This is an optimization exercise on Yosys and OpenROAD, whose aim is small area and a short achievable clock period, not a production implementation. Where RTL was checked, it was by simulation tests only, not by an equivalence proof against the original. Only the layout flow was run in runs 1 to 4; the RTL was not checked for function there. Power figures rest on the tool's default switching activity, not on a simulated workload.

==> flow/design.v <==
module wa_readout_lzd (
    input  wire [190:0] x,
    output wire         any,
    output wire [7:0]   lead
);
    wire [256*9-1:0]   vv;
    wire [256*9*8-1:0] pp;
    assign vv[255:0]    = {65'd0, x};
    assign pp[2047:0]   = 2048'd0;
    genvar l, i;
    generate
        for (l = 1; l <= 8; l = l + 1) begin : lv
            for (i = 0; i < 256; i = i + 1) begin : nd
                if (i < (256 >> l)) begin : used
                    wire       vh = vv[(l-1)*256 + 2*i + 1];
                    wire       vl = vv[(l-1)*256 + 2*i];
                    wire [7:0] ph = pp[((l-1)*256 + 2*i + 1)*8 +: 8];
                    wire [7:0] pl = pp[((l-1)*256 + 2*i)*8 +: 8];
                    assign vv[l*256 + i] = vh | vl;
                    assign pp[(l*256 + i)*8 +: 8] =
                        ({7'd0, vh} << (l-1)) | ph | ({8{~vh}} & pl);
                end else begin : unused
                    assign vv[l*256 + i] = 1'b0;
                    assign pp[(l*256 + i)*8 +: 8] = 8'd0;
                end
            end
        end
    endgenerate
    assign any  = vv[8*256];
    assign lead = pp[(8*256)*8 +: 8];
endmodule
module wa_readout_shift_hi (
    input  wire [191:0] v,
    input  wire [7:3]   rsh,
    output wire [62:0]  part,
    output wire         sticky
);
    wire         s  = v[191];
    wire [310:0] s8 = {{64{s}}, v, 55'd0};
    wire [182:0] s7 = rsh[7] ? s8[310:128] : s8[182:0];
    wire [118:0] s6 = rsh[6] ? s7[182:64]  : s7[118:0];
    wire [86:0]  s5 = rsh[5] ? s6[118:32]  : s6[86:0];
    wire [70:0]  s4 = rsh[4] ? s5[86:16]   : s5[70:0];
    assign       part = rsh[3] ? s4[70:8]  : s4[62:0];
    wire [31:0] below;
    genvar j;
    generate
        for (j = 0; j < 32; j = j + 1) begin : pb
            if (j == 0) begin : z
                assign below[j] = 1'b0;
            end else begin : o
                assign below[j] = |s8[8*j-1:0];
            end
        end
    endgenerate
    assign sticky = below[rsh[7:3]];
endmodule
module wa_readout_pos (
    input  wire [2:0] fmt,
    input  wire [7:0] shift,
    input  wire [7:0] lead,
    output wire [7:0] rsh,
    output wire [7:0] e_field,    
    output wire       pre_ovf     
);
    reg        [9:0] n_lo;        
    reg        [7:0] top;         
    reg        [7:0] c_norm;      
    reg        [7:0] c_sub;       
    always @* begin
        case (fmt)
            3'd0:    begin n_lo = 10'd30;  top = 8'd253; c_norm = 8'd8;  c_sub = 8'd107; end
            3'd1:    begin n_lo = 10'd30;  top = 8'd253; c_norm = 8'd24; c_sub = 8'd123; end
            3'd2:    begin n_lo = 10'd942; top = 8'd29;  c_norm = 8'd21; c_sub = 8'd232; end
            3'd3:    begin n_lo = 10'd934; top = 8'd14;  c_norm = 8'd28; c_sub = 8'd247; end
            3'd4:    begin n_lo = 10'd942; top = 8'd29;  c_norm = 8'd29; c_sub = 8'd240; end
            default: begin n_lo = 10'd897; top = 8'd0;   c_norm = 8'd0;  c_sub = 8'd0;   end
        endcase
    end
    function automatic [8:0] carries8(input [7:0] x, input [7:0] y);
        reg [7:0] g, p;
        integer l, i;
        begin
            g = x & y;
            p = x ^ y;
            for (l = 1; l < 8; l = l * 2)
                for (i = 7; i >= l; i = i - 1) begin
                    g[i] = g[i] | (p[i] & g[i-l]);
                    p[i] = p[i] & p[i-l];
                end
            carries8 = {g, 1'b0};
        end
    endfunction
    wire [9:0] a  = {{2{shift[7]}}, shift} + n_lo;
    wire [9:0] na = 10'd0 - a;
    wire [8:0] cl = carries8(~lead, na[7:0]);    
    wire subn = ~na[9] & (na[8] | cl[8]);
    wire [9:0] e = {2'b00, lead} + a;
    assign pre_ovf = ~e[9] & (e[8] | (e[7:0] > top));
    wire [8:0] cn = carries8(lead, c_norm);
    wire [7:0] rsh_norm = lead ^ c_norm ^ cn[7:0];
    wire [7:0] rsh_sub  = c_sub + {shift[7], ~shift[6:0]};    
    assign rsh = subn ? rsh_sub : rsh_norm;
    assign e_field = subn ? 8'd0 : e[7:0];
endmodule
module wa_readout_conv (
    input  wire [62:0] part,
    input  wire [2:0]  rsh,
    input  wire        stk_hi,
    input  wire        s,
    input  wire        zero,
    input  wire [7:0]  e_field,
    input  wire        pre_ovf,
    input  wire [2:0]  fmt,
    input  wire        sr,
    input  wire [23:0] rnd_x,
    input  wire        ovf_inf,
    input  wire        nan,
    input  wire        sat,
    input  wire        sneg,
    input  wire        inx,
    output reg  [31:0] code,
    output wire [2:0]  fstat
);
    function automatic cout24(input [23:0] x, input [23:0] y, input ci);
        reg [23:0] g, p;
        integer l, i;
        begin
            g = x & y;
            p = x | y;
            g[0] = g[0] | (p[0] & ci);
            for (l = 1; l < 24; l = l * 2)
                for (i = 23; i >= l; i = i - 1) begin
                    g[i] = g[i] | (p[i] & g[i-l]);
                    p[i] = p[i] & p[i-l];
                end
            cout24 = g[23];
        end
    endfunction
    wire [58:0] s2  = rsh[2] ? part[62:4] : part[58:0];
    wire [56:0] s1  = rsh[1] ? s2[58:2]   : s2[56:0];
    wire [55:0] win = rsh[0] ? s1[56:1]   : s1[55:0];
    wire sticky = stk_hi | (rsh[2] & (|part[3:0])) | (rsh[1] & (|s2[1:0])) |
                  (rsh[0] & s1[0]);
    wire [31:0] n   = win[55:24];
    wire [23:0] f   = win[23:0];
    wire        np0 = n[0] ^ s;
    wire        cin = s & ~sticky;
    wire        f23 = f[23];
    wire        z   = ~|f[22:0];
    wire ru_rne = s ? (sticky ? ~f23 : ((~f23 & ~z) | (f23 & z & np0)))
                    : (f23 & (np0 | ~z | sticky));
    wire ru_sr  = s ^ cout24(f, rnd_x, s & sticky);    
    wire inc    = (cin & ~f23 & z) | (sr ? ru_sr : ru_rne);
    wire [23:0] np = n[23:0] ^ {24{s}};
    wire [24:0] np_run;
    wire [32:0] n_run;
    genvar j;
    generate
        for (j = 0; j <= 32; j = j + 1) begin : run
            if (j == 0) begin : z0
                assign n_run[j] = 1'b1;
            end else begin : o
                assign n_run[j] = &n[j-1:0];
            end
            if (j <= 24) begin : p
                if (j == 0) begin : z0
                    assign np_run[j] = 1'b1;
                end else begin : o
                    assign np_run[j] = &np[j-1:0];
                end
            end
        end
    endgenerate
    wire        u  = inc ^ s;
    wire [24:0] nr = {1'b0, np} ^ (np_run & {25{inc}});
    wire [32:0] t  = {1'b0, n} ^ (n_run & {33{u}});
    reg         is_int;
    reg  [1:0]  q2;           
    reg         top;          
    reg         e4m3_max;
    always @* begin
        is_int   = 1'b0;
        e4m3_max = 1'b0;
        case (fmt)
            3'd0:    begin q2 = nr[24:23]; top = (e_field == 8'd253); end
            3'd1:    begin q2 = nr[8:7];   top = (e_field == 8'd253); end
            3'd2:    begin q2 = nr[11:10]; top = (e_field == 8'd29);  end
            3'd3:    begin q2 = nr[4:3];   top = (e_field == 8'd14);
                           e4m3_max = (e_field == 8'd14) & (&nr[3:0]); end
            3'd4:    begin q2 = nr[3:2];   top = (e_field == 8'd29);  end
            default: begin q2 = 2'd0;      top = 1'b0; is_int = 1'b1; end
        endcase
    end
    wire [7:0] e_p1 = e_field + 8'd1;
    wire [7:0] e_p2 = e_field + 8'd2;
    wire [7:0] ex   = q2[1] ? e_p2 : (q2[0] ? e_p1 : e_field);
    wire       sign = s & ((|np) | inc);
    wire fp_ovf   = pre_ovf | (top & q2[1]) | e4m3_max;
    wire i8_ovf   = s ? (~t[32] & ~(&t[31:7])) : (|t[32:7]);
    wire i32_ovf  = s ? (~t[32] & ~t[31])      : (t[32] | t[31]);
    wire ovf      = is_int ? (pre_ovf | ((fmt == 3'd5) ? i8_ovf : i32_ovf)) : fp_ovf;
    reg [31:0] val;
    reg [31:0] nan_code;
    reg [31:0] sat_pos, sat_neg;
    always @* begin
        case (fmt)
            3'd0: begin
                val      = {sign, ex, nr[22:0]};
                nan_code = 32'h7FC0_0000;
                sat_pos  = ovf_inf ? 32'h7F80_0000 : 32'h7F7F_FFFF;
                sat_neg  = sat_pos | 32'h8000_0000;
            end
            3'd1: begin
                val      = {16'd0, sign, ex, nr[6:0]};
                nan_code = 32'h7FC0;
                sat_pos  = ovf_inf ? 32'h7F80 : 32'h7F7F;
                sat_neg  = sat_pos | 32'h8000;
            end
            3'd2: begin
                val      = {16'd0, sign, ex[4:0], nr[9:0]};
                nan_code = 32'h7E00;
                sat_pos  = ovf_inf ? 32'h7C00 : 32'h7BFF;
                sat_neg  = sat_pos | 32'h8000;
            end
            3'd3: begin
                val      = {24'd0, sign, ex[3:0], nr[2:0]};
                nan_code = 32'h7F;
                sat_pos  = 32'h7E;
                sat_neg  = 32'hFE;
            end
            3'd4: begin
                val      = {24'd0, sign, ex[4:0], nr[1:0]};
                nan_code = 32'h7E;
                sat_pos  = ovf_inf ? 32'h7C : 32'h7B;
                sat_neg  = sat_pos | 32'h80;
            end
            3'd5: begin
                val      = {24'd0, t[7:0]};
                nan_code = 32'h0;
                sat_pos  = 32'h7F;
                sat_neg  = 32'h80;
            end
            default: begin
                val      = t[31:0];
                nan_code = 32'h0;
                sat_pos  = 32'h7FFF_FFFF;
                sat_neg  = 32'h8000_0000;
            end
        endcase
    end
    reg ovf_flag, inv_flag;
    always @* begin
        ovf_flag = 1'b0;
        inv_flag = 1'b0;
        if (nan) begin
            code     = nan_code;
            inv_flag = 1'b1;
        end else if (sat) begin
            code     = sneg ? sat_neg : sat_pos;
            ovf_flag = 1'b1;
        end else if (zero) begin
            code     = 32'd0;
        end else if (ovf) begin
            code     = s ? sat_neg : sat_pos;
            ovf_flag = 1'b1;
        end else begin
            code     = val;
        end
    end
    assign fstat = {inv_flag, ovf_flag, inx};
endmodule
module wa_readout (
    input  wire         clk,
    input  wire         rst_n,
    input  wire         in_valid,
    input  wire [191:0] in_value,      
    input  wire [31:0]  in_wrap,       
    input  wire [4:0]   in_flags,      
    input  wire [3:0]   in_fmt,        
    input  wire [7:0]   in_shift,      
    input  wire         in_sr,         
    input  wire [23:0]  in_rand,       
    input  wire         in_ovf_inf,    
    output reg          out_valid,
    output reg  [31:0]  out_code,      
    output reg  [2:0]   out_fstat      
);
    wire c_nan  = in_flags[0] | (in_flags[1] & in_flags[2]);
    wire c_inf  = in_flags[1] | in_flags[2];
    wire c_sat  = c_inf | (|in_wrap);
    wire c_sneg = c_inf ? ~in_flags[1] : in_wrap[31];
    reg         a_valid;
    reg [191:0] a_v;
    reg [7:0]   a_shift;
    reg [2:0]   a_fmt;       
    reg         a_sr;
    reg [23:0]  a_rand;      
    reg         a_ovf_inf;
    reg         a_nan, a_sat, a_sneg, a_inx;
    always @(posedge clk) begin
        if (!rst_n)
            a_valid <= 1'b0;
        else
            a_valid <= in_valid;
        a_v       <= in_value;
        a_shift   <= in_shift;
        a_fmt     <= in_fmt[2:0];
        a_sr      <= in_sr;
        a_rand    <= in_rand ^ {24{~in_value[191]}};
        a_ovf_inf <= in_ovf_inf;
        a_nan     <= c_nan;
        a_sat     <= c_sat;
        a_sneg    <= c_sneg;
        a_inx     <= in_flags[4];
    end
    wire        s = a_v[191];
    wire        w_any;
    wire [7:0]  w_lead;
    wa_readout_lzd u_lzd (
        .x    (a_v[191:1] ^ a_v[190:0]),
        .any  (w_any),
        .lead (w_lead)
    );
    wire [7:0] w_rsh;
    wire [7:0] e_field;
    wire       pre_ovf;
    wa_readout_pos u_pos (
        .fmt     (a_fmt),
        .shift   (a_shift),
        .lead    (w_lead),
        .rsh     (w_rsh),
        .e_field (e_field),
        .pre_ovf (pre_ovf)
    );
    wire [62:0] w_part;
    wire        w_stk;
    wa_readout_shift_hi u_shi (
        .v      (a_v),
        .rsh    (w_rsh[7:3]),
        .part   (w_part),
        .sticky (w_stk)
    );
    reg         b_valid;
    reg [62:0]  b_part;
    reg [2:0]   b_rsh;
    reg         b_stk;
    reg         b_s;
    reg         b_zero;
    reg [7:0]   b_e;
    reg         b_pre_ovf;
    reg [2:0]   b_fmt;
    reg         b_sr;
    reg [23:0]  b_rand;
    reg         b_ovf_inf;
    reg         b_nan, b_sat, b_sneg, b_inx;
    always @(posedge clk) begin
        if (!rst_n)
            b_valid <= 1'b0;
        else
            b_valid <= a_valid;
        b_part    <= w_part;
        b_rsh     <= w_rsh[2:0];
        b_stk     <= w_stk;
        b_s       <= s;
        b_zero    <= ~(w_any | s);
        b_e       <= e_field;
        b_pre_ovf <= pre_ovf;
        b_fmt     <= a_fmt;
        b_sr      <= a_sr;
        b_rand    <= a_rand;
        b_ovf_inf <= a_ovf_inf;
        b_nan     <= a_nan;
        b_sat     <= a_sat;
        b_sneg    <= a_sneg;
        b_inx     <= a_inx;
    end
    wire [31:0] code;
    wire [2:0]  fstat;
    wa_readout_conv u_conv (
        .part    (b_part),
        .rsh     (b_rsh),
        .stk_hi  (b_stk),
        .s       (b_s),
        .zero    (b_zero),
        .e_field (b_e),
        .pre_ovf (b_pre_ovf),
        .fmt     (b_fmt),
        .sr      (b_sr),
        .rnd_x   (b_rand),
        .ovf_inf (b_ovf_inf),
        .nan     (b_nan),
        .sat     (b_sat),
        .sneg    (b_sneg),
        .inx     (b_inx),
        .code    (code),
        .fstat   (fstat)
    );
    always @(posedge clk) begin
        if (!rst_n)
            out_valid <= 1'b0;
        else
            out_valid <= b_valid;
        out_code  <= code;
        out_fstat <= fstat;
    end
endmodule
==> flow/flow/run.sh <==
#!/bin/bash
# Layout flow: the standard flow, with timing repair aimed at a period of
# about 7 ns (the clock is still the design's 28 ns; repair_timing is only
# asked for a larger setup margin) and single-drive buffers on the ports.
set -euo pipefail
bash standard.sh \
    SETUP_SLACK_MARGIN=21 \
    "BUFFER_PORTS_ARGS=-buffer_cell sky130_fd_sc_hd__buf_1" \
    finish > standard.log 2>&1
==> flow/standard.sh <==
#!/bin/bash
# synth_recipe.tcl (not shown) runs the flow's synth.tcl, then flattens the netlist and writes it again
# the make line also repeats each setting of config.mk as NAME=value (left out here)
make -C /OpenROAD-flow-scripts/flow DESIGN_CONFIG=/design/flow/config.mk WORK_HOME=/design/flow/orfs CLKGATE_MAP_FILE= SYNTH_SCRIPT=/design/flow/synth_recipe.tcl "${@:-finish}"
==> flow/config.mk <==
export PLATFORM = sky130hd
export DESIGN_NAME = wa_readout
export DESIGN_NICKNAME = wa_readout
export VERILOG_FILES = /design/flow/design.v
export SDC_FILE = /design/flow/constraint.sdc
export NUM_CORES = 8
export LEC_CHECK = 0
export CAP_MARGIN = 20
export CORE_MARGIN = 2
export CORE_UTILIZATION = 30
export SLEW_MARGIN = 20
==> flow/constraint.sdc <==
create_clock -name core_clock -period 28.0 [get_ports {clk}]
set_input_delay 5.6000 -clock core_clock [delete_from_list [all_inputs] [get_ports {clk}]]
set_output_delay 5.6000 -clock core_clock [all_outputs]
set_load 0.01 [all_outputs]
==> impl_metrics.py, run 1 <==
metrics = {
    "status": {
        "outcome": "finished clean",
    },
    "timing": {
        "tightest_slew_ns": 1.12,
        "max_freq_mhz": 144,
        "hold_slack_ns": 0.320,
        "finalMaxSlewViolations": 0,
        "fin_skew_ns": 0.0263,
        "hold_violations": 0,
        "finalWorstPathRequiredPeriod_ns": 6.95,
        "setup_viol": 0,
        "setup_ws_ns": 21.05,
        "finalSetupTns_ns": 0,
        "post-route-period-util_pct": 24.8,
        "rsz0062_at_grt": "true",
        "slew_headroom_pct": 24.6,
    },
    "hold_path": {
        "hold_path_depth": 0,
        "min-delay-start": "a_rand[6]",
        "hold_path.class": "reg2reg",
        "holdPathEnd": "b_rand[6]",
    },
    "final_layout": {
        "final_util_pct": 36.4,
        "most-common-layout-cells": "dfxtp_1 (329), buf_1 (302), inv_1 (296)",
        "drive_above_1_share_pct": 14.5,
        "diodes": 0,
        "nets": 4284,
        "final_common_cell": "dfxtp_1",
        "synthToLayoutAreaGrowth_pct": 20.2,
    },
    "cts": {
        "worstSkewPairLatency_ns": 0.60,
        "clkTransAtPathRegs_ns": 0.06,
        "clkSinkCount": 382,
        "cts-hold-fix-buffers": 0,
        "clock_tree.root_cell": "clkbuf_16",
        "cts_tree": "yes",
        "cts_buffer_depth": 3,
        "htreeDepth": 2,
        "cts_made_buffers": 43,
    },
    "die": {
        "core_area_mm2": 0.0952,
        "die_h_um": 314,
        "ioPinCount": 306,
        "rows": 113,
        "dieWidth_um": 314,
        "fp.dieArea_mm2": 0.0986,
        "start_util_pct": 30.3,
    },
    "global_routing": {
        "track_usage_pct": 24.5,
        "grt_pass1_wl_um": 184000,
        "grt_pass1_vias": 28415,
        "antenna_found_initial": 1,
        "grt_max_degree": 72,
        "overflow": 0,
    },
    "placement": {
        "finalWeightedCongestion": 1.02,
        "dp_slack_ns": 18.95,
        "portBuffers": 303,
        "hpwl_um": 96600,
    },
    "yosys": {
        "netlist_instances": 3601,
        "ys_async_sr_fraction_pct": 0,
        "synth_top_flop_cell": "dfxtp_1",
        "synth_top_area_share_pct": 26.5,
        "ys_ff_latch": 382,
        "avgSynthCellArea_um2": 8.01,
        "synthTopCellsByArea": "dfxtp_1 (27%), ha_1 (6.3%), a21oi_1 (4.0%)",
        "synth_nets": 4020,
        "yosysTopAreaCell": "dfxtp_1",
        "synth_edf_count": 0,
        "synth_seq_area_share_pct": 26.5,
        "syn_area_mm2": 0.0288,
        "ys_types": 120,
        "yosysWarningCount": 3,
    },
    "detailed_routing": {
        "drt_iter0_markers": 3921,
        "avgViaCountPerCell": 5.84,
        "vias": 30156,
        "final_antenna_net_count": 0,
        "routed_wl_um": 126000,
        "wl_per_cell_um": 24.4,
        "drc": 0,
        "firstDrtPassIters": 6,
    },
    "worst_setup_path": {
        "required_ns": 28.46,
        "crit_type": "reg2reg",
        "reg2reg_depth": 23,
        "end_kind": "flip-flop",
        "r2r_end": "b_part[59]",
        "cp-start-kind": "flip-flop",
        "crit_arrival_ns": 7.42,
        "crit_fanout": 38,
        "rrSetupSlack_ns": 21.05,
        "reg2reg_from": "a_v[94]",
    },
    "power": {
        "report.power.total_w": 0.00307,
        "p_per_area_mw_per_mm2": 88.5,
        "p_leak_nw": 13.6,
        "peakVddDrop_mv": 0.0573,
    },
    "job": {
        "maxCapViolCount": 0,
    },
}
logic make-up (layout without fill, tap and decap cells):
logic type,Yosys count,count (layout),share of synthesized area (%)
compound gates,1103,1103,26.4
xor+xnor,214,214,6.50
fa+ha+maj,150,150,6.58
buf+inv,510,806,7.25
flops,382,382,26.5
mux,195,195,9.23
simple gates,1047,1047,17.5
final cells by class:
class | count | area (µm²)
fill | 9929 | 60500
multi-input combinational | 2709 | 20400
sequential | 382 | 7730
timing repair buffer | 420 | 2350
tap | 1265 | 1580
clock buffer | 56 | 1200
inverter | 309 | 1160
clock inverter | 21 | 229
flip-flops by register name, indices dropped and copies added, names as in the netlist, 8 cells and up:
name and flops:
b_part 63, out_code 32, a_shift 8, b_rand 24, a_v 192, b_e 8
a_rand 24
routing by layer:
layer	vias up	track usage, %	wire [µm]
met1	14158	31.5	50700
met3	420	4.78	11300
met4	0	14.2	9040
li1	13842	-	-
met2	1736	38.3	55200
met5	-	0	0
cell usage after synthesis, drive strengths merged, types with 19 or more instances:
master	instances
dfxtp	382
inv	308
nor2	295
nand2	276
a21oi	234
o21ai	213
ha	146
clkbuf	135
mux2i	116
xnor2	113
xor2	101
nor3	91
nand3	89
o22ai	79
buf	66
nor4	65
mux4	52
nand4	50
a21o	47
a211oi	46
o221ai	46
a221oi	40
a22oi	38
and2	38
a31oi	33
o31ai	32
o211ai	31
mux2	27
or3	26
nand2b	25
o21a	25
a2bb2oi	21
or2	19
report_power, final:
part | total, W | internal [W] | switching, W
Sequential | 0.000756 | 0.000634 | 0.000122
Clock | 0.000567 | 0.000331 | 0.000236
Combinational | 0.00174 | 0.000663 | 0.00108
Total | 0.00307 | 0.00163 | 0.00144
through the flow:
step	area, µm²	std cells
finish	34700	5162
floorplan	28800	3601
detailed placement	31200	5024
global placement	31200	5024
global route	34700	5162
CTS	33600	5136
worst max-delay path, cell delays in order (launching register included):
cell	delay (ns)
dfxtp_1	0.54
inv_1	0.08
ha_1	0.35
nor4_2	0.41
nand2_1	0.13
a21oi_1	0.48
nor2_1	0.08
o21bai_1	0.21
o2111ai_1	0.19
a221oi_2	0.51
inv_1	0.15
ha_1	0.36
and3_1	0.21
a22oi_1	0.37
and4_1	0.26
buf_4	0.28
o21ai_2	0.12
nand2_2	0.12
buf_8	0.37
mux2i_1	0.75
nand2_1	0.13
a21oi_1	0.15
nor4_1	0.10
a311o_1	0.39
how the worst max path moves through the flow:
| stage | from | endpoint | slack, ns | cells past startpoint |
|---|---|---|---|---|
| 4_1_cts | a_v[6] | b_part[59] | 21.00 | 32 |
| 5_1_grt | a_v[7] | b_part[30] | 20.93 | 35 |
| 2_1_floorplan | in_value[191] | a_rand[10] | 21.44 | 3 |
| 6_report | a_v[94] | b_part[59] | 21.05 | 23 |
| 3_3_place_gp | a_v[126] | b_part[60] | 18.93 | 27 |
| 3_5_place_dp | a_v[60] | b_part[60] | 18.95 | 28 |
repair_timing:
item | CTS | global route
buffers inserted | 30 | 23
pin swaps | 19 | 32
cloned | 5 | 3
resized for setup | 156 | 183
setup endpoints to repair | 64 | 94
==> run 2: changes to the inputs <==
--- a/flow/design.v
+++ b/flow/design.v
@@ -33,4 +33,5 @@
     input  wire [191:0] v,
     input  wire [7:3]   rsh,
+    input  wire [7:3]   rshn,       
     output wire [62:0]  part,
     output wire         sticky
@@ -38,9 +39,9 @@
     wire         s  = v[191];
     wire [310:0] s8 = {{64{s}}, v, 55'd0};
-    wire [182:0] s7 = rsh[7] ? s8[310:128] : s8[182:0];
-    wire [118:0] s6 = rsh[6] ? s7[182:64]  : s7[118:0];
-    wire [86:0]  s5 = rsh[5] ? s6[118:32]  : s6[86:0];
-    wire [70:0]  s4 = rsh[4] ? s5[86:16]   : s5[70:0];
-    assign       part = rsh[3] ? s4[70:8]  : s4[62:0];
+    wire [182:0] s7 = ({183{rsh[7]}} & s8[310:128]) | ({183{rshn[7]}} & s8[182:0]);
+    wire [118:0] s6 = ({119{rsh[6]}} & s7[182:64])  | ({119{rshn[6]}} & s7[118:0]);
+    wire [86:0]  s5 = ({87{rsh[5]}}  & s6[118:32])  | ({87{rshn[5]}}  & s6[86:0]);
+    wire [70:0]  s4 = ({71{rsh[4]}}  & s5[86:16])   | ({71{rshn[4]}}  & s5[70:0]);
+    assign       part = ({63{rsh[3]}} & s4[70:8])   | ({63{rshn[3]}}  & s4[62:0]);
     wire [31:0] below;
     genvar j;
@@ -61,4 +62,5 @@
     input  wire [7:0] lead,
     output wire [7:0] rsh,
+    output wire [7:0] rshn,       
     output wire [7:0] e_field,    
     output wire       pre_ovf     
@@ -78,28 +80,28 @@
         endcase
     end
-    function automatic [8:0] carries8(input [7:0] x, input [7:0] y);
-        reg [7:0] g, p;
+    function automatic [10:0] carries10(input [9:0] x, input [9:0] y);
+        reg [9:0] g, p;
         integer l, i;
         begin
             g = x & y;
             p = x ^ y;
-            for (l = 1; l < 8; l = l * 2)
-                for (i = 7; i >= l; i = i - 1) begin
+            for (l = 1; l < 10; l = l * 2)
+                for (i = 9; i >= l; i = i - 1) begin
                     g[i] = g[i] | (p[i] & g[i-l]);
                     p[i] = p[i] & p[i-l];
                 end
-            carries8 = {g, 1'b0};
+            carries10 = {g, 1'b0};
         end
     endfunction
-    wire [9:0] a  = {{2{shift[7]}}, shift} + n_lo;
-    wire [9:0] na = 10'd0 - a;
-    wire [8:0] cl = carries8(~lead, na[7:0]);    
-    wire subn = ~na[9] & (na[8] | cl[8]);
-    wire [9:0] e = {2'b00, lead} + a;
+    wire [9:0]  a  = {{2{shift[7]}}, shift} + n_lo;
+    wire [10:0] ce = carries10({2'b00, lead}, a);
+    wire [9:0]  e  = {2'b00, lead} ^ a ^ ce[9:0];
+    wire subn = e[9];
     assign pre_ovf = ~e[9] & (e[8] | (e[7:0] > top));
-    wire [8:0] cn = carries8(lead, c_norm);
+    wire [10:0] cn = carries10({2'b00, lead}, {2'b00, c_norm});
     wire [7:0] rsh_norm = lead ^ c_norm ^ cn[7:0];
     wire [7:0] rsh_sub  = c_sub + {shift[7], ~shift[6:0]};    
-    assign rsh = subn ? rsh_sub : rsh_norm;
+    assign rsh  = subn ? rsh_sub : rsh_norm;
+    assign rshn = ~rsh;
     assign e_field = subn ? 8'd0 : e[7:0];
 endmodule
@@ -107,4 +109,5 @@
     input  wire [62:0] part,
     input  wire [2:0]  rsh,
+    input  wire [2:0]  rshn,      
     input  wire        stk_hi,
     input  wire        s,
@@ -138,7 +141,7 @@
         end
     endfunction
-    wire [58:0] s2  = rsh[2] ? part[62:4] : part[58:0];
-    wire [56:0] s1  = rsh[1] ? s2[58:2]   : s2[56:0];
-    wire [55:0] win = rsh[0] ? s1[56:1]   : s1[55:0];
+    wire [58:0] s2  = ({59{rsh[2]}} & part[62:4]) | ({59{rshn[2]}} & part[58:0]);
+    wire [56:0] s1  = ({57{rsh[1]}} & s2[58:2])   | ({57{rshn[1]}} & s2[56:0]);
+    wire [55:0] win = ({56{rsh[0]}} & s1[56:1])   | ({56{rshn[0]}} & s1[55:0]);
     wire sticky = stk_hi | (rsh[2] & (|part[3:0])) | (rsh[1] & (|s2[1:0])) |
                   (rsh[0] & s1[0]);
@@ -323,5 +326,5 @@
         .lead (w_lead)
     );
-    wire [7:0] w_rsh;
+    wire [7:0] w_rsh, w_rshn;
     wire [7:0] e_field;
     wire       pre_ovf;
@@ -331,4 +334,5 @@
         .lead    (w_lead),
         .rsh     (w_rsh),
+        .rshn    (w_rshn),
         .e_field (e_field),
         .pre_ovf (pre_ovf)
@@ -339,4 +343,5 @@
         .v      (a_v),
         .rsh    (w_rsh[7:3]),
+        .rshn   (w_rshn[7:3]),
         .part   (w_part),
         .sticky (w_stk)
@@ -344,5 +349,5 @@
     reg         b_valid;
     reg [62:0]  b_part;
-    reg [2:0]   b_rsh;
+    reg [2:0]   b_rsh, b_rshn;
     reg         b_stk;
     reg         b_s;
@@ -362,4 +367,5 @@
         b_part    <= w_part;
         b_rsh     <= w_rsh[2:0];
+        b_rshn    <= w_rshn[2:0];
         b_stk     <= w_stk;
         b_s       <= s;
@@ -381,4 +387,5 @@
         .part    (b_part),
         .rsh     (b_rsh),
+        .rshn    (b_rshn),
         .stk_hi  (b_stk),
         .s       (b_s),
--- a/flow/config.mk
+++ b/flow/config.mk
@@ -8,4 +8,5 @@
 export CAP_MARGIN = 20
 export CORE_MARGIN = 2
-export CORE_UTILIZATION = 30
+export CORE_UTILIZATION = 45
 export SLEW_MARGIN = 20
+export SYNTH_HIERARCHICAL = 1
==> impl_metrics.py, run 2 <==
metrics = {
    "die": {
        "dieWidth_um": 240,
        "die_h_um": 240,
        "fp.dieArea_mm2": 0.0574,
        "core_area_mm2": 0.0550,
        "ioPinCount": 306,
        "start_util_pct": 45.4,
        "rows": 86,
    },
    "final_layout": {
        "reg.largest.list": "a_v x192, b_part x63, out_code x32",
        "drive_above_1_share_pct": 8.53,
        "synthToLayoutAreaGrowth_pct": 14.1,
        "most-common-layout-cells": "dfxtp_1 (361), buf_1 (302), a22o_1 (295)",
        "largest-register": "a_v",
        "final_common_cell": "dfxtp_1",
        "largest_reg_flops": 192,
        "nets": 3500,
        "diodes": 0,
    },
    "global_routing": {
        "overflow": 0,
        "antenna_found_initial": 0,
        "grt_max_degree": 101,
        "grt_pass1_vias": 23610,
        "track_usage_pct": 33.6,
        "grt_pass1_wl_um": 146000,
    },
    "cts": {
        "clkSinkCount": 385,
        "worstSkewPairLatency_ns": 0.60,
        "cts_made_buffers": 42,
        "htreeDepth": 2,
        "cts_buffer_depth": 3,
        "clkTransAtPathRegs_ns": 0.06,
        "cts_tree": "yes",
        "clock_tree.root_cell": "clkbuf_16",
    },
    "detailed_routing": {
        "drt_iter0_markers": 2374,
        "final_antenna_net_count": 0,
        "avgViaCountPerCell": 6.37,
        "routed_wl_um": 101000,
        "wl_per_cell_um": 25.4,
        "firstDrtPassIters": 6,
        "drc": 0,
        "vias": 25303,
    },
    "yosys": {
        "avgSynthCellArea_um2": 8.33,
        "yosysTopAreaCell": "dfxtp_1",
        "ys_async_sr_fraction_pct": 0,
        "synth_edf_count": 0,
        "synth_nets": 3305,
        "synthTopCellsByArea": "dfxtp_1 (31%), a22o_1 (10%), xor2_1 (7.5%)",
        "synth_top_flop_cell": "dfxtp_1",
        "ys_types": 113,
        "ys_top_cells_by_count": "dfxtp_1 (385), a22o_1 (295), nand2_1 (273)",
        "yosysWarningCount": 9,
        "netlist_instances": 2996,
        "ys_ff_latch": 385,
        "synth_top_area_share_pct": 30.9,
        "synth_seq_area_share_pct": 30.9,
        "yosysMostFrequentCell": "dfxtp_1",
        "syn_area_mm2": 0.0250,
    },
    "timing": {
        "finalWorstPathRequiredPeriod_ns": 6.87,
        "hold_violations": 0,
        "finalSetupTns_ns": 0,
        "fin_skew_ns": 0.0194,
        "rsz0062_at_grt": "false",
        "finalMaxSlewViolations": 0,
        "max_freq_mhz": 146,
        "slew_headroom_pct": 20.4,
        "tightest_slew_ns": 1.18,
        "post-route-period-util_pct": 24.5,
        "setup_viol": 0,
    },
    "worst_setup_path": {
        "crit_type": "reg2reg",
        "crit_arrival_ns": 7.33,
        "required_ns": 28.46,
        "rrSetupSlack_ns": 21.13,
        "r2r_end": "b_part[13]",
        "end_kind": "flip-flop",
        "reg2reg_from": "a_v[191]",
        "cp-start-kind": "flip-flop",
        "crit_fanout": 29,
        "reg2reg_depth": 23,
    },
    "hold_path": {
        "hold_path.class": "reg2reg",
        "min-delay-start": "a_rand[8]",
        "holdPathEnd": "b_rand[8]",
        "hold_path_depth": 0,
    },
    "power": {
        "peakVddDrop_mv": 0.0613,
        "p_leak_nw": 11.1,
        "p_per_area_mw_per_mm2": 93.6,
        "report.power.total_w": 0.00267,
    },
    "placement": {
        "finalWeightedCongestion": 0.983,
        "hpwl_um": 77300,
        "portBuffers": 303,
    },
    "status": {
        "outcome": "finished clean",
    },
    "job": {
        "maxCapViolCount": 0,
    },
}
[run 2: cell count changes in the layout (fill, tap and decap cells not counted), moves of 67 or more]
cell	before	now
a22oi_1	37	104
inv_1	296	89
ha_1	139	35
o21ai_0	180	101
nor2_1	283	179
a22o_1	10	295
xor2_1	99	214
mux2i_1	96	8
a21oi_1	227	150
[run 2: power by group]
part | switching, W | leakage, nW | total, W | internal [W]
sequential | 0.0000805 | 3.24 | 0.000712 | 0.000632
clock | 0.000240 | 0.734 | 0.000595 | 0.000356
combinational | 0.000863 | 7.08 | 0.00136 | 0.000496
[run 2: modules after synthesis, one instance, submodules excluded]
module               cells inside  flops+latches
wa_readout_lzd                350              0
wa_readout                    622            385
wa_readout_conv              1034              0
wa_readout_shift_hi           767              0
wa_readout_pos                223              0
[run 2: metrics by stage]
stage               hold slack [ns]  worst slack [ns]  std cells  instance area (µm²)  utilization, %
floorplan                     0.310             21.57       2996                25000               -
global placement              0.311             19.42       3880                26400            48.1
detailed placement            0.312             19.37       3880                26400            48.1
CTS                           0.326             21.03       3963                28200            51.3
global route                  0.328             21.00       3971                28500            51.8
finish                        0.323             21.13       3971                28500            51.8
[run 2: area by class of cell]
class,instances,area [µm²]
sequential,385,7740
inverter,93,355
clock inverter,18,279
tap,748,936
fill,5245,26500
multi-input combinational,2323,16300
clock buffer,58,1220
timing repair buffer,346,1630
[run 2: worst max path at each step]
stage | startpoint | depth (start not counted) | to
detailed placement | a_v[64] | 25 | b_stk
global route | a_v[80] | 24 | b_part[15]
global placement | a_v[64] | 25 | b_stk
finish | a_v[191] | 23 | b_part[13]
CTS | a_v[111] | 25 | b_part[15]
floorplan | in_wrap[5] | 3 | a_sat
[run 2: critical path, cell delays in order, from the launching register on]
cell,delay [ns]
dfxtp_2,0.58
xor2_1,0.21
nor3_2,0.29
nand4_1,0.28
or2_2,0.43
nand3b_4,0.32
nand2b_2,0.35
o221ai_4,0.39
ha_1,0.30
a21oi_1,0.21
nand3b_1,0.19
a41o_1,0.21
nand2b_1,0.09
and4_1,0.20
o31a_1,0.27
buf_12,0.19
mux2i_4,0.23
buf_4,0.22
clkbuf_16,0.20
a22o_1,0.31
a22o_1,0.33
a22o_1,0.28
a22o_1,0.29
a22o_1,0.30
[run 2: kinds of logic after synthesis]
family | share of synthesized area, %
AOI/OAI and AO/OA | 31.9
xor gates and xnor gates | 10.8
adders and majority gates | 2.38
buffers and inverters | 5.01
DFF | 30.9
muxes | 1.15
and+or+nand+nor | 17.8
[run 2: repair_timing]
| item | CTS | global route |
|---|---|---|
| cloned | 1 | 5 |
| pin swaps | 4 | 4 |
| buffers inserted | 6 | 3 |
| resized for setup | 39 | 47 |
| endpoints found under the setup margin | 64 | 96 |
| hold endpoints to repair | 0 | 0 |
| hold buffers | 0 | 0 |
[run 2: metal layers]
| layer | GRT usage, % | wire length, µm |
|---|---|---|
| met1 | 41.0 | 40000 |
| met4 | 21.3 | 7290 |
| met3 | 3.90 | 6370 |
| met5 | 0 | 0 |
| met2 | 56.3 | 47300 |
==> run 3: changes to the inputs <==
==> flow/flow/run.sh (replaced) <==
#!/bin/bash
# Layout flow: the standard flow, with timing repair aimed at a period of
# about 7 ns (the clock is still the design's 28 ns; repair_timing is only
# asked for a larger setup margin), single-drive buffers on the ports and a
# clock tree of fewer, larger sink clusters without dummy loads.
set -euo pipefail
bash standard.sh \
    SETUP_SLACK_MARGIN=21 \
    "BUFFER_PORTS_ARGS=-buffer_cell sky130_fd_sc_hd__buf_1" \
    "CTS_ARGS=-sink_clustering_enable -repair_clock_nets -dont_use_dummy_load -sink_clustering_size 25 -sink_clustering_max_diameter 150 -buf_list {sky130_fd_sc_hd__clkbuf_8 sky130_fd_sc_hd__clkbuf_16}" \
    finish > standard.log 2>&1
==> impl_metrics.py, run 3 <==
metrics = {
    "placement": {
        "portBuffers": 303,
        "finalWeightedCongestion": 0.983,
        "hpwl_um": 77300,
        "place_area_mm2": 0.0264,
        "dp_slack_ns": 19.37,
    },
    "hold_path": {
        "hold_path.class": "reg2reg",
    },
    "timing": {
        "post-route-period-util_pct": 24.6,
        "fin_skew_ns": 0.0274,
        "tightest_slew_ns": 1.05,
        "finalMaxSlewViolations": 0,
        "finalWorstPathRequiredPeriod_ns": 6.88,
        "setup_ws_ns": 21.12,
        "hold_violations": 0,
        "finalSetupTns_ns": 0,
        "max_freq_mhz": 145,
        "slew_headroom_pct": 29.2,
        "rsz0062_at_grt": "false",
        "setup_viol": 0,
    },
    "yosys": {
        "synth_seq_area_share_pct": 30.9,
        "synthTopCellsByArea": "dfxtp_1 (31%), a22o_1 (10%), xor2_1 (7.5%)",
        "synth_nets": 3305,
        "yosysMostFrequentCell": "dfxtp_1",
        "yosysWarningCount": 9,
        "synth_top_flop_cell": "dfxtp_1",
        "netlist_instances": 2996,
        "ys_async_sr_fraction_pct": 0,
        "avgSynthCellArea_um2": 8.33,
        "ys_ff_latch": 385,
        "ys_types": 113,
        "ys_top_cells_by_count": "dfxtp_1 (385), a22o_1 (295), nand2_1 (273)",
        "syn_area_mm2": 0.0250,
        "yosysTopAreaCell": "dfxtp_1",
        "synth_top_area_share_pct": 30.9,
        "synth_edf_count": 0,
    },
    "global_routing": {
        "use_met3_pct": 3.62,
        "met2_usage_pct": 56.2,
        "overflow": 0,
        "busiest_layer": "met2",
        "antenna_found_initial": 2,
        "grt_pass1_wl_um": 145000,
        "track_usage_pct": 33.2,
        "grt_max_degree": 101,
        "use_met1_pct": 40.8,
        "grt_pass1_vias": 23249,
    },
    "worst_setup_path": {
        "crit_type": "reg2reg",
        "required_ns": 28.40,
        "end_kind": "flip-flop",
        "crit_arrival_ns": 7.28,
        "crit_fanout": 29,
        "cp_slowest_cell": "dfxtp_2",
        "crit_chain": "xor2_1 > nor3_2 > nand4_1 > or2_2 > nand3b_4 > nand2b_2 > o221ai_4 > ha_1 > a21oi_1 > nand3b_1 > a41o_1 > nand2b_1 > and4_1 > o31a_1 > buf_12 > mux2i_4 > buf_12 > and2_4 > buf_16 > a221o_1 > a22o_1 > a22oi_1 > o2bb2ai_1",
        "cpMostUsedCell": "buf_12",
        "cp-start-kind": "flip-flop",
        "cpPeakStageDelay_ns": 0.60,
    },
    "die": {
        "rows": 86,
        "ioPinCount": 306,
        "dieWidth_um": 240,
        "start_util_pct": 45.4,
        "fp.dieArea_mm2": 0.0574,
        "core_area_mm2": 0.0550,
        "die_h_um": 240,
    },
    "detailed_routing": {
        "final_antenna_net_count": 0,
        "firstDrtPassIters": 6,
        "drc": 0,
        "routed_wl_um": 100000,
        "avgViaCountPerCell": 6.40,
        "wl_per_cell_um": 25.7,
        "vias": 25053,
        "drt_iter0_markers": 2394,
    },
    "final_layout": {
        "largest_reg_flops": 192,
        "synthToLayoutAreaGrowth_pct": 10.1,
        "diodes": 0,
        "largest-register": "a_v",
        "most-common-layout-cells": "dfxtp_1 (357), buf_1 (302), a22o_1 (295)",
        "fillCellCount": 5338,
        "nets": 3477,
        "final_common_cell": "dfxtp_1",
        "final_util_pct": 50.0,
        "drive_above_1_share_pct": 7.26,
        "final_area_mm2": 0.0275,
        "reg.largest.list": "a_v x192, b_part x63, out_code x32",
    },
    "cts": {
        "clock_tree.root_cell": "clkbuf_16",
        "clkTransAtPathRegs_ns": 0.11,
        "cts-hold-fix-buffers": 0,
        "cts_buffer_depth": 3,
        "worstSkewPairLatency_ns": 0.58,
        "htreeDepth": 1,
        "clkSinkCount": 385,
        "cts_made_buffers": 19,
        "cts_tree": "yes",
    },
    "job": {
        "maxCapViolCount": 0,
    },
    "power": {
        "peakVddDrop_mv": 0.0571,
        "p_per_area_mw_per_mm2": 86.1,
        "p_leak_nw": 10.6,
        "report.power.total_w": 0.00237,
    },
    "status": {
        "outcome": "finished clean",
    },
}
run 3: timing repair:
item	4_1_cts	5_1_grt
setup buffers	6	3
gates cloned	1	5
setup endpoints to repair	64	96
resized for setup	38	56
pin swaps	4	4
run 3: logic make-up (layout without fill, tap and decap cells):
family | Yosys count | after routing | share of synthesized area [%]
AO/OA/AOI/OAI | 1066 | 1066 | 31.9
XOR/XNOR | 308 | 308 | 10.8
adder cells (fa/ha/maj) | 47 | 47 | 2.38
buffers and inverters | 290 | 458 | 5.01
flip-flops | 385 | 385 | 30.9
multiplexers | 26 | 28 | 1.15
AND/OR/NAND/NOR | 874 | 874 | 17.8
run 3: final timing paths:
check / slack (ns) / startpoint / cells past startpoint / to
worst min register to register: 0.33 / a_rand[14] / 0 / b_rand[14]
worst max register to register: 21.12 / a_v[191] / 23 / b_part[7]
worst max-delay path: 21.12 / a_v[191] / 23 / b_part[7]
worst min-delay path: 0.33 / a_rand[14] / 0 / b_rand[14]
run 3: critical path, delay by kind of cell (launching register included):
kind | cells | cell delay (ns)
adders and majority gates | 1 | 0.30
xor gates and xnor gates | 1 | 0.21
AOI/OAI and AO/OA | 8 | 2.28
buffers and inverters | 3 | 0.61
and+or+nand+nor | 9 | 2.38
DFF | 1 | 0.60
muxes | 1 | 0.23
run 3: cell type report:
cell class,count,area (µm²),share of cell area (%)
timing repair buffer,346,1630,5.92
sequential,385,7750,28.2
clock buffer,19,475,1.73
tap,748,936,3.40
inverter,93,355,1.29
multi-input combinational,2323,16300,59.5
run 3: stage by stage:
stage,instances,hold slack [ns]
2_1_floorplan,2996,0.310
3_3_place_gp,3880,0.311
3_5_place_dp,3880,0.312
4_1_cts,3906,0.332
5_1_grt,3914,0.337
6_report,3914,0.329
run 3: metal layers:
metal,up-vias,routed length [µm]
li1,11622,-
met1,12036,40100
met2,1139,47200
met3,252,6030
met4,4,7120
met5,-,29
run 3: modules after synthesis (local to each module, per instance):
module               area (µm²)  copies in the design  flops+latches
wa_readout                 9720                     1            385
wa_readout_conv            6640                     1              0
wa_readout_lzd             2010                     1              0
wa_readout_pos             1660                     1              0
wa_readout_shift_hi        4950                     1              0
run 3: power by group:
group          switching (W)  total (W)  internal, W
sequential         0.0000804   0.000711     0.000631
combinational       0.000863    0.00136     0.000496
clock               0.000176   0.000297     0.000122
==> run 4: changes to the inputs <==
==> flow/flow/run.sh (replaced) <==
#!/bin/bash
# Layout flow: the standard flow with
#  - synthesis as the standard flow's, but ABC mapping for area only (flow/synth.tcl);
#  - single-drive buffers on the ports;
#  - a clock tree of fewer, larger sink clusters without dummy loads.
set -euo pipefail
export WA_FLOW_DIR="$PWD/flow"
bash standard.sh \
    "SYNTH_SCRIPT=$PWD/flow/synth.tcl" \
    SETUP_SLACK_MARGIN=21 \
    "BUFFER_PORTS_ARGS=-buffer_cell sky130_fd_sc_hd__buf_1" \
    "CTS_ARGS=-sink_clustering_enable -repair_clock_nets -dont_use_dummy_load -sink_clustering_size 25 -sink_clustering_max_diameter 150 -buf_list {sky130_fd_sc_hd__clkbuf_8 sky130_fd_sc_hd__clkbuf_16}" \
    finish > standard.log 2>&1
==> flow/flow/abc_area_min.script (new file) <==
&get -n
&st
&dch
&nf -a
&put
topo
==> flow/flow/synth.tcl (new file) <==
# The standard synthesis (synth_recipe.tcl), with one change: ABC maps for
# least area and leaves buffering and sizing to OpenROAD's repair steps.
proc synth {args} { yosys synth -nofsm -noshare {*}$args }
proc abc {args} {
  set i [lsearch $args -script]
  if {$i >= 0} { lset args [expr {$i + 1}] $::env(WA_FLOW_DIR)/abc_area_min.script }
  yosys abc {*}$args
}
source $::env(SCRIPTS_DIR)/synth.tcl
# left out here: clear keep_hierarchy, flatten, clean up, hide names made inside functions, write 1_2_yosys.v
==> impl_metrics.py, run 4 <==
metrics = {
    "status": {
        "outcome": "finished clean",
    },
    "worst_setup_path": {
        "cp-start-kind": "flip-flop",
        "required_ns": 28.43,
        "crit_start": "a_v[80]",
        "cp.depth": 24,
        "end_kind": "flip-flop",
        "crit_type": "reg2reg",
        "reg2reg_from": "a_v[80]",
        "crit_chain": "xor2_1 > nor4_2 > nand4_1 > nor4_4 > buf_4 > a221oi_1 > o21ai_1 > ha_1 > a21oi_1 > o221ai_2 > a31o_1 > a21oi_2 > nor2_4 > xnor2_4 > buf_12 > mux2_1 > buf_6 > and2_2 > buf_12 > a222oi_1 > buf_4 > o22ai_1 > a22o_1 > a22o_1",
        "reg2reg_depth": 24,
        "critical_path.endpoint": "b_part[33]",
        "rrSetupSlack_ns": 21.17,
        "r2r_end": "b_part[33]",
        "crit_arrival_ns": 7.27,
        "critical_path_buf_inv_count": 5,
        "crit_fanout": 64,
        "cp_slowest_cell": "dfxtp_1",
        "crit_family": "compound AO/OA/AOI/OAI gates",
        "cpPeakStageDelay_ns": 0.58,
    },
    "final_layout": {
        "reg.largest.list": "a_v x192, b_part x63, out_code x32",
        "drive_above_1_share_pct": 5.35,
        "diodes": 0,
        "largest_reg_flops": 192,
        "largest-register": "a_v",
        "most-common-layout-cells": "dfxtp_1 (374), a22o_1 (314), buf_1 (302)",
        "synthToLayoutAreaGrowth_pct": 15.4,
        "final_cells": 3735,
        "final_common_cell": "dfxtp_1",
        "nets": 3374,
    },
    "timing": {
        "hold_slack_ns": 0.333,
        "setup_viol": 0,
        "hold_violations": 0,
        "finalSetupTns_ns": 0,
        "max_freq_mhz": 146,
        "finalMaxSlewViolations": 0,
        "finalWorstPathRequiredPeriod_ns": 6.83,
        "tightest_slew_ns": 1.02,
        "rsz0062_at_grt": "false",
        "setup_ws_ns": 21.17,
        "slew_headroom_pct": 31.8,
        "fin_skew_ns": 0.0432,
        "post-route-period-util_pct": 24.4,
    },
    "global_routing": {
        "grt_pass1_vias": 22185,
        "track_usage_pct": 31.8,
        "grt_max_degree": 76,
        "antenna_found_initial": 1,
        "grt_pass1_wl_um": 131000,
        "overflow": 0,
    },
    "yosys": {
        "ys_ff_latch": 385,
        "yosysMostFrequentCell": "dfxtp_1",
        "yosysWarningCount": 9,
        "synth_nets": 3000,
        "synthTopCellsByArea": "dfxtp_1 (34%), a22o_1 (12%), xor2_1 (8.2%)",
        "yosys.area_share.adder_pct": 2.28,
        "synth_edf_count": 0,
        "yosysTopAreaCell": "dfxtp_1",
        "synth_top_flop_cell": "dfxtp_1",
        "avgSynthCellArea_um2": 8.49,
        "ys_types": 69,
        "synth_xor_area_share_pct": 11.9,
        "synthSimpleGateAreaFrac_pct": 17.1,
        "netlist_instances": 2691,
        "syn_area_mm2": 0.0228,
        "synth_mux_area_share_pct": 0.970,
        "ys_async_sr_fraction_pct": 0,
        "ys_top_cells_by_count": "dfxtp_1 (385), a22o_1 (314), nand2_1 (283)",
        "synth_top_area_share_pct": 33.8,
        "synth_seq_area_share_pct": 33.8,
        "synth_compound_area_share_pct": 32.7,
        "synth_top_family_by_area": "compound AO/OA/AOI/OAI gates",
    },
    "die": {
        "ioPinCount": 306,
        "fp.dieArea_mm2": 0.0526,
        "core_area_mm2": 0.0502,
        "start_util_pct": 45.5,
        "die_h_um": 229,
        "dieWidth_um": 229,
        "rows": 82,
    },
    "detailed_routing": {
        "avgViaCountPerCell": 6.32,
        "firstDrtPassIters": 6,
        "final_antenna_net_count": 0,
        "wl_per_cell_um": 23.6,
        "drt_iter0_markers": 2652,
        "vias": 23606,
        "drc": 0,
        "routed_wl_um": 88100,
    },
    "power": {
        "peakVddDrop_mv": 0.0657,
        "p_leak_nw": 9.65,
        "p_per_area_mw_per_mm2": 97.7,
    },
    "cts": {
        "clkSinkCount": 385,
        "clock_tree.root_cell": "clkbuf_16",
        "cts_made_buffers": 19,
        "cts_tree": "yes",
        "clkTransAtPathRegs_ns": 0.11,
        "cts-hold-fix-buffers": 0,
        "cts_buffer_depth": 3,
        "htreeDepth": 1,
        "worstSkewPairLatency_ns": 0.56,
    },
    "job": {
        "maxCapViolCount": 0,
    },
    "placement": {
        "dp_slack_ns": 19.38,
        "hpwl_um": 67900,
        "finalWeightedCongestion": 0.978,
        "portBuffers": 303,
        "place_inst": 3693,
    },
    "hold_path": {
        "hold_path.class": "reg2reg",
        "min-delay-start": "a_inx",
        "hold_path_depth": 0,
    },
}
[run 4: cell count changes after synthesis, sizes merged, moves of 32 or more]
cell	delta
o22ai	-39
o21ai	+97
inv	-92
o2bb2ai	-32
clkbuf	-106
clkinv	+68
buf	-87
[run 4: report_power, final]
part / switching [W] / internal, W / leakage [nW]
Combinational: 0.000994 / 0.000583 / 6.17
Clock: 0.000171 / 0.000122 / 0.234
Sequential: 0.0000712 / 0.000633 / 3.24
[run 4: kinds of logic (layout without fill, tap and decap cells)]
group / count (synthesis) / in the layout
adders and majority gates: 40 / 40
xor gates and xnor gates: 309 / 309
muxes: 21 / 22
buffers and inverters: 73 / 444
AOI/OAI and AO/OA: 1048 / 1048
and+or+nand+nor: 815 / 815
DFF: 385 / 385
[run 4: layer usage]
layer	share of wire, %	vias to the layer above	global-route usage, %
li1	-	11136	-
met1	43	11320	41.5
met2	47	970	53.6
met3	6.3	178	4.02
met4	4.5	2	11.9
met5	0.020	-	0
[run 4: per-stage QoR]
step | power, W | area [µm²] | util (%)
2_1_floorplan | 0.00174 | 23000 | -
3_3_place_gp | 0.00220 | 25200 | 50.3
3_5_place_dp | 0.00221 | 25200 | 50.3
4_1_cts | 0.00253 | 26000 | 51.8
5_1_grt | 0.00272 | 26300 | 52.5
6_report | 0.00257 | 26300 | 52.5
[run 4: layout make-up]
cell class / count / area, µm²
multi-input cells: 2234 / 15400
inverters: 69 / 278
flip-flops and latches: 385 / 7720
repair buffers: 356 / 1620
clock buffers: 19 / 475
well taps: 672 / 841
fillers: 4858 / 23800
[run 4: worst min path at each step]
stage / endpoint / slack (ns)
after CTS: b_rand[4] / 0.34
after global placement: out_fstat[0] / 0.31
final: b_inx / 0.33
after global routing: b_ovf_inf / 0.34
after floorplan: b_inx / 0.31
after detailed placement: b_ovf_inf / 0.31
[run 4: modules after synthesis, one instance, submodules excluded]
module / cell area, µm² / copies in the design / cells inside / flops+latches
wa_readout: 9700 / 1 / 618 / 385
wa_readout_conv: 5310 / 1 / 815 / 0
wa_readout_lzd: 1780 / 1 / 327 / 0
wa_readout_pos: 1560 / 1 / 217 / 0
wa_readout_shift_hi: 4490 / 1 / 714 / 0
[run 4: timing repair]
action,in CTS,in global routing
resized for setup,46,51
setup endpoints to repair,73,97
buffers inserted,9,13
pin swaps,8,5
gates cloned,1,0
==> run 5: changes to the inputs <==
--- a/flow/design.v
+++ b/flow/design.v
@@ -30,18 +30,41 @@
     assign lead = pp[(8*256)*8 +: 8];
 endmodule
+module wa_readout_muxrow #(
+    parameter N = 8
+) (
+    input  wire [N-1:0] a,
+    input  wire [N-1:0] b,
+    input  wire         s,
+    input  wire         sn,        
+    output wire [N-1:0] y
+);
+    assign y = ~((a | {N{sn}}) & (b | {N{s}}));
+endmodule
 module wa_readout_shift_hi (
     input  wire [191:0] v,
     input  wire [7:3]   rsh,
     input  wire [7:3]   rshn,       
-    output wire [62:0]  part,
+    output wire [62:0]  part_n,     
     output wire         sticky
 );
     wire         s  = v[191];
     wire [310:0] s8 = {{64{s}}, v, 55'd0};
-    wire [182:0] s7 = ({183{rsh[7]}} & s8[310:128]) | ({183{rshn[7]}} & s8[182:0]);
-    wire [118:0] s6 = ({119{rsh[6]}} & s7[182:64])  | ({119{rshn[6]}} & s7[118:0]);
-    wire [86:0]  s5 = ({87{rsh[5]}}  & s6[118:32])  | ({87{rshn[5]}}  & s6[86:0]);
-    wire [70:0]  s4 = ({71{rsh[4]}}  & s5[86:16])   | ({71{rshn[4]}}  & s5[70:0]);
-    assign       part = ({63{rsh[3]}} & s4[70:8])   | ({63{rshn[3]}}  & s4[62:0]);
+    wire [182:0] s7_n;
+    wire         s_sel = rsh[7] & s;
+    assign s7_n[54:0]    = ~({55{rsh[7]}} & s8[182:128]);
+    assign s7_n[182:119] = ~({64{s_sel}} | ({64{rshn[7]}} & s8[182:119]));
+    wa_readout_muxrow #(.N(64)) u_r7 (
+        .a(s8[246:183]), .b(s8[118:55]), .s(rsh[7]), .sn(rshn[7]), .y(s7_n[118:55]));
+    wire [118:0] s6;
+    wire [86:0]  s5_n;
+    wire [70:0]  s4;
+    wa_readout_muxrow #(.N(119)) u_r6 (
+        .a(s7_n[182:64]), .b(s7_n[118:0]), .s(rsh[6]), .sn(rshn[6]), .y(s6));
+    wa_readout_muxrow #(.N(87)) u_r5 (
+        .a(s6[118:32]), .b(s6[86:0]), .s(rsh[5]), .sn(rshn[5]), .y(s5_n));
+    wa_readout_muxrow #(.N(71)) u_r4 (
+        .a(s5_n[86:16]), .b(s5_n[70:0]), .s(rsh[4]), .sn(rshn[4]), .y(s4));
+    wa_readout_muxrow #(.N(63)) u_r3 (
+        .a(s4[70:8]), .b(s4[62:0]), .s(rsh[3]), .sn(rshn[3]), .y(part_n));
     wire [31:0] below;
     genvar j;
@@ -107,5 +130,5 @@
 endmodule
 module wa_readout_conv (
-    input  wire [62:0] part,
+    input  wire [62:0] part_n,    
     input  wire [2:0]  rsh,
     input  wire [2:0]  rshn,      
@@ -141,9 +164,15 @@
         end
     endfunction
-    wire [58:0] s2  = ({59{rsh[2]}} & part[62:4]) | ({59{rshn[2]}} & part[58:0]);
-    wire [56:0] s1  = ({57{rsh[1]}} & s2[58:2])   | ({57{rshn[1]}} & s2[56:0]);
-    wire [55:0] win = ({56{rsh[0]}} & s1[56:1])   | ({56{rshn[0]}} & s1[55:0]);
-    wire sticky = stk_hi | (rsh[2] & (|part[3:0])) | (rsh[1] & (|s2[1:0])) |
-                  (rsh[0] & s1[0]);
+    wire [58:0] s2;
+    wire [56:0] s1_n;
+    wire [55:0] win;
+    wa_readout_muxrow #(.N(59)) u_r2 (
+        .a(part_n[62:4]), .b(part_n[58:0]), .s(rsh[2]), .sn(rshn[2]), .y(s2));
+    wa_readout_muxrow #(.N(57)) u_r1 (
+        .a(s2[58:2]), .b(s2[56:0]), .s(rsh[1]), .sn(rshn[1]), .y(s1_n));
+    wa_readout_muxrow #(.N(56)) u_r0 (
+        .a(s1_n[56:1]), .b(s1_n[55:0]), .s(rsh[0]), .sn(rshn[0]), .y(win));
+    wire sticky = stk_hi | (rsh[2] & ~(&part_n[3:0])) | (rsh[1] & (|s2[1:0])) |
+                  (rsh[0] & ~s1_n[0]);
     wire [31:0] n   = win[55:24];
     wire [23:0] f   = win[23:0];
@@ -338,5 +367,5 @@
         .pre_ovf (pre_ovf)
     );
-    wire [62:0] w_part;
+    wire [62:0] w_part_n;
     wire        w_stk;
     wa_readout_shift_hi u_shi (
@@ -344,9 +373,9 @@
         .rsh    (w_rsh[7:3]),
         .rshn   (w_rshn[7:3]),
-        .part   (w_part),
+        .part_n (w_part_n),
         .sticky (w_stk)
     );
     reg         b_valid;
-    reg [62:0]  b_part;
+    reg [62:0]  b_part_n;
     reg [2:0]   b_rsh, b_rshn;
     reg         b_stk;
@@ -365,5 +394,5 @@
         else
             b_valid <= a_valid;
-        b_part    <= w_part;
+        b_part_n  <= w_part_n;
         b_rsh     <= w_rsh[2:0];
         b_rshn    <= w_rshn[2:0];
@@ -385,5 +414,5 @@
     wire [2:0]  fstat;
     wa_readout_conv u_conv (
-        .part    (b_part),
+        .part_n  (b_part_n),
         .rsh     (b_rsh),
         .rshn    (b_rshn),
==> impl_metrics.py, run 5 <==
metrics = {
    "status": {
        "outcome": "finished clean",
    },
    "final_layout": {
        "reg.largest.list": "a_v x192, b_part_n x63, out_code x32",
        "fillCellCount": 4616,
        "diodes": 0,
        "largest-register": "a_v",
        "multi_input_area_mm2": 0.0142,
        "synthToLayoutAreaGrowth_pct": 14.9,
        "final_common_cell": "o22ai_1",
        "largest_reg_flops": 192,
        "regArea_mm2": 0.00773,
        "most-common-layout-cells": "o22ai_1 (580), dfxtp_1 (374), buf_1 (302)",
        "nets": 3258,
        "drive_above_1_share_pct": 4.48,
        "final_cells": 3562,
    },
    "placement": {
        "finalWeightedCongestion": 0.996,
        "hpwl_um": 66300,
        "place_inst": 3530,
        "dp_slack_ns": 19.47,
        "portBuffers": 303,
    },
    "power": {
        "p_per_area_mw_per_mm2": 104,
        "p_leak_nw": 8.49,
        "switchingPower_w": 0.00129,
        "p_seq_share_pct": 28.5,
        "p_comb_share_pct": 60.3,
        "intPower_w": 0.00130,
        "clkPwrFrac_pct": 11.2,
        "peakVddDrop_mv": 0.0765,
        "switching_share_pct": 49.9,
        "report.power.total_w": 0.00259,
    },
    "timing": {
        "finalSetupTns_ns": 0,
        "rsz0062_at_grt": "false",
        "max_freq_mhz": 145,
        "setup_viol": 0,
        "slew_headroom_pct": 40.8,
        "finalMaxSlewViolations": 0,
        "hold_violations": 0,
        "setup_ws_ns": 21.08,
        "fin_skew_ns": 0.0545,
        "post-route-period-util_pct": 24.7,
        "tightest_slew_ns": 0.888,
        "finalWorstPathRequiredPeriod_ns": 6.92,
        "hold_slack_ns": 0.334,
    },
    "die": {
        "dieWidth_um": 223,
        "fp.dieArea_mm2": 0.0498,
        "rows": 80,
        "core_area_mm2": 0.0475,
        "die_h_um": 223,
        "start_util_pct": 45.5,
        "ioPinCount": 306,
    },
    "yosys": {
        "synth_top_flop_cell": "dfxtp_1",
        "yosysMostFrequentCell": "o22ai_1",
        "avgSynthCellArea_um2": 8.35,
        "synthTopCellsByArea": "dfxtp_1 (36%), o22ai_1 (17%), xor2_1 (9.2%)",
        "ys_ff_latch": 385,
        "syn_area_mm2": 0.0216,
        "yosysTopAreaCell": "dfxtp_1",
        "synth_top_area_share_pct": 35.6,
        "ys_types": 70,
        "ys_async_sr_fraction_pct": 0,
        "ys_top_cells_by_count": "o22ai_1 (587), dfxtp_1 (385), xor2_1 (227)",
        "synth_nets": 2899,
        "netlist_instances": 2590,
        "yosysWarningCount": 9,
        "synth_edf_count": 0,
        "synth_seq_area_share_pct": 35.6,
    },
    "worst_setup_path": {
        "cp-start-kind": "flip-flop",
        "crit_fanout": 86,
        "end_kind": "flip-flop",
        "crit_type": "reg2reg",
        "crit_arrival_ns": 7.31,
        "required_ns": 28.39,
    },
    "global_routing": {
        "grt_pass1_vias": 21222,
        "overflow": 0,
        "grt_pass1_wl_um": 126000,
        "track_usage_pct": 32.5,
        "antenna_found_initial": 0,
        "grt_max_degree": 95,
    },
    "detailed_routing": {
        "avgViaCountPerCell": 6.59,
        "wl_per_cell_um": 23.8,
        "vias": 23469,
        "firstDrtPassIters": 6,
        "final_antenna_net_count": 0,
        "drt_iter0_markers": 2799,
        "drc": 0,
        "routed_wl_um": 84800,
    },
    "cts": {
        "clock_tree.root_cell": "clkbuf_16",
        "cts_tree": "yes",
        "htreeDepth": 1,
        "cts_made_buffers": 19,
        "clkSinkCount": 385,
        "clkTransAtPathRegs_ns": 0.09,
        "cts-hold-fix-buffers": 0,
        "worstSkewPairLatency_ns": 0.57,
        "cts_buffer_depth": 3,
    },
    "hold_path": {
        "hold_path.class": "reg2reg",
    },
    "job": {
        "maxCapViolCount": 0,
    },
}
[run 5: changes by cell type in the layout (fill, tap and decap cells not counted), moves of 15 or more]
| cell | previous run | this run |
|---|---|---|
| o22ai_1 | 45 | 580 |
| a22o_1 | 314 | 2 |
| a22oi_1 | 143 | 8 |
| nand2_1 | 282 | 170 |
| o21ai_0 | 206 | 116 |
| a21oi_1 | 131 | 194 |
| nor3_1 | 60 | 39 |
| buf_4 | 42 | 23 |
| nor2_1 | 168 | 149 |
| xnor2_1 | 93 | 77 |
| nand3_1 | 28 | 43 |
[run 5: final timing paths]
kind | startpoint | cells after the start | slack (ns) | endpoint
setup / recovery | a_v[8] | 21 | 21.08 | b_part_n[18]
hold / removal | a_rand[10] | 0 | 0.33 | b_rand[10]
setup reg to reg | a_v[8] | 21 | 21.08 | b_part_n[18]
hold reg to reg | a_rand[10] | 0 | 0.33 | b_rand[10]
[run 5: worst max-delay path, cell delays in order, from the launching register on]
cell and delay, ns:
dfxtp_1 0.52, xor2_1 0.28, nor4_1 0.14, o21ai_0 0.11
a21oi_1 0.10, a2111oi_0 0.52, o21ai_0 0.32, a2111oi_0 0.71
o21ai_1 0.31, ha_1 0.31, a31oi_1 0.26, nor2b_1 0.08
o21a_1 0.18, o211ai_1 0.19, xor2_1 0.30, mux2_4 0.54
buf_12 0.37, o22ai_1 0.24, o22ai_1 0.40, o22ai_1 0.18
o22ai_1 0.36, o22ai_1 0.23
[run 5: timing repair]
action | CTS | global route
endpoints found under the setup margin | 96 | 97
resized for setup | 28 | 47
pin swaps | 2 | 6
gates cloned | 1 | 0
setup buffers | 6 | 6
[run 5: per-layer routing]
layer	up-vias	part of all wire, %	track usage [%]
met3	167	7.9	3.17
met4	0	4.2	12.2
met1	11206	43	44.6
met5	-	0	0
li1	10980	-	-
met2	1116	45	53.0
[run 5: per-stage QoR]
step	cell area [µm²]	utilization, %
6_report	24800	52.3
5_1_grt	24800	52.3
4_1_cts	24600	51.7
3_5_place_dp	23900	50.3
3_3_place_gp	23900	50.3
2_1_floorplan	21800	-
[run 5: cell families after synthesis]
group / Yosys count / synth area share, %
simple gates: 701 / 16.5
mux: 21 / 1.03
xor+xnor: 305 / 12.4
fa+ha+maj: 40 / 2.41
flops: 385 / 35.6
buf+inv: 53 / 0.989
compound gates: 1085 / 31.1
[run 5: modules after synthesis (local to each module, per instance), excerpt]
module	cells	flops+latches	area, µm²	times used
wa_readout_shift_hi	249	0	1320	1
wa_readout_lzd	327	0	1780	1
wa_readout_conv	608	0	3670	1
wa_readout	618	385	9700	1
wa_readout_pos	212	0	1550	1
[run 5: area by class of cell]
cell class	instances	area share, %
Timing Repair Buffer	341	6.20
Tap cell	615	3.10
Inverter	49	0.745
Multi-Input combinational cell	2153	57.0
Sequential cell	385	31.1
Clock buffer	19	1.91
[run 5: power groups by stage]
| stage | combinational [W] | sequential, W | clock, W |
|---|---|---|---|
| floorplan | 0.00101 | 0.000741 | 0 |
| global placement | 0.00146 | 0.000745 | 0 |
| detailed placement | 0.00147 | 0.000747 | 0 |
| CTS | 0.00149 | 0.000735 | 0.000300 |
| global route | 0.00166 | 0.000749 | 0.000316 |
| finish | 0.00156 | 0.000737 | 0.000289 |

-- port drivers added, routing unchanged --
The results above use ideal ports. As a check the final layouts listed here were re-extracted and re-timed, cells and wires unchanged.
Step 1: set_driving_cell puts a clkbuf_16 on clk and a buf_2 on each other input, an assumption about the parent block.
Step 2, shift: input delay + t, output delay - t, t = (earliest + latest rising clock arrival at the registers) / 2. This alone moves slack from input paths to output paths.
Three values: ideal ports, drivers, drivers and shift; two values: the first two.
| run | t (ns) | setup WS [ns] | worst slew at a driven data input, ns | cell pins on the clock port's net |
|---|---|---|---|---|
| run 1 | 0.659 | 21.049 / 21.049 / 21.049 | 0.06 | 1 |
| run 2 | 0.655 | 21.130 / 21.130 / 21.130 | 0.08 | 1 |
| run 3 | 0.629 | 21.121 / 21.121 / 21.121 | 0.07 | 1 |
| run 4 | 0.601 | 21.166 / 21.166 / 21.166 | 0.05 | 1 |
| run 5 | 0.597 | 21.082 / 21.082 / 21.082 | 0.05 | 1 |
After both steps setup and hold are still met in every run listed.
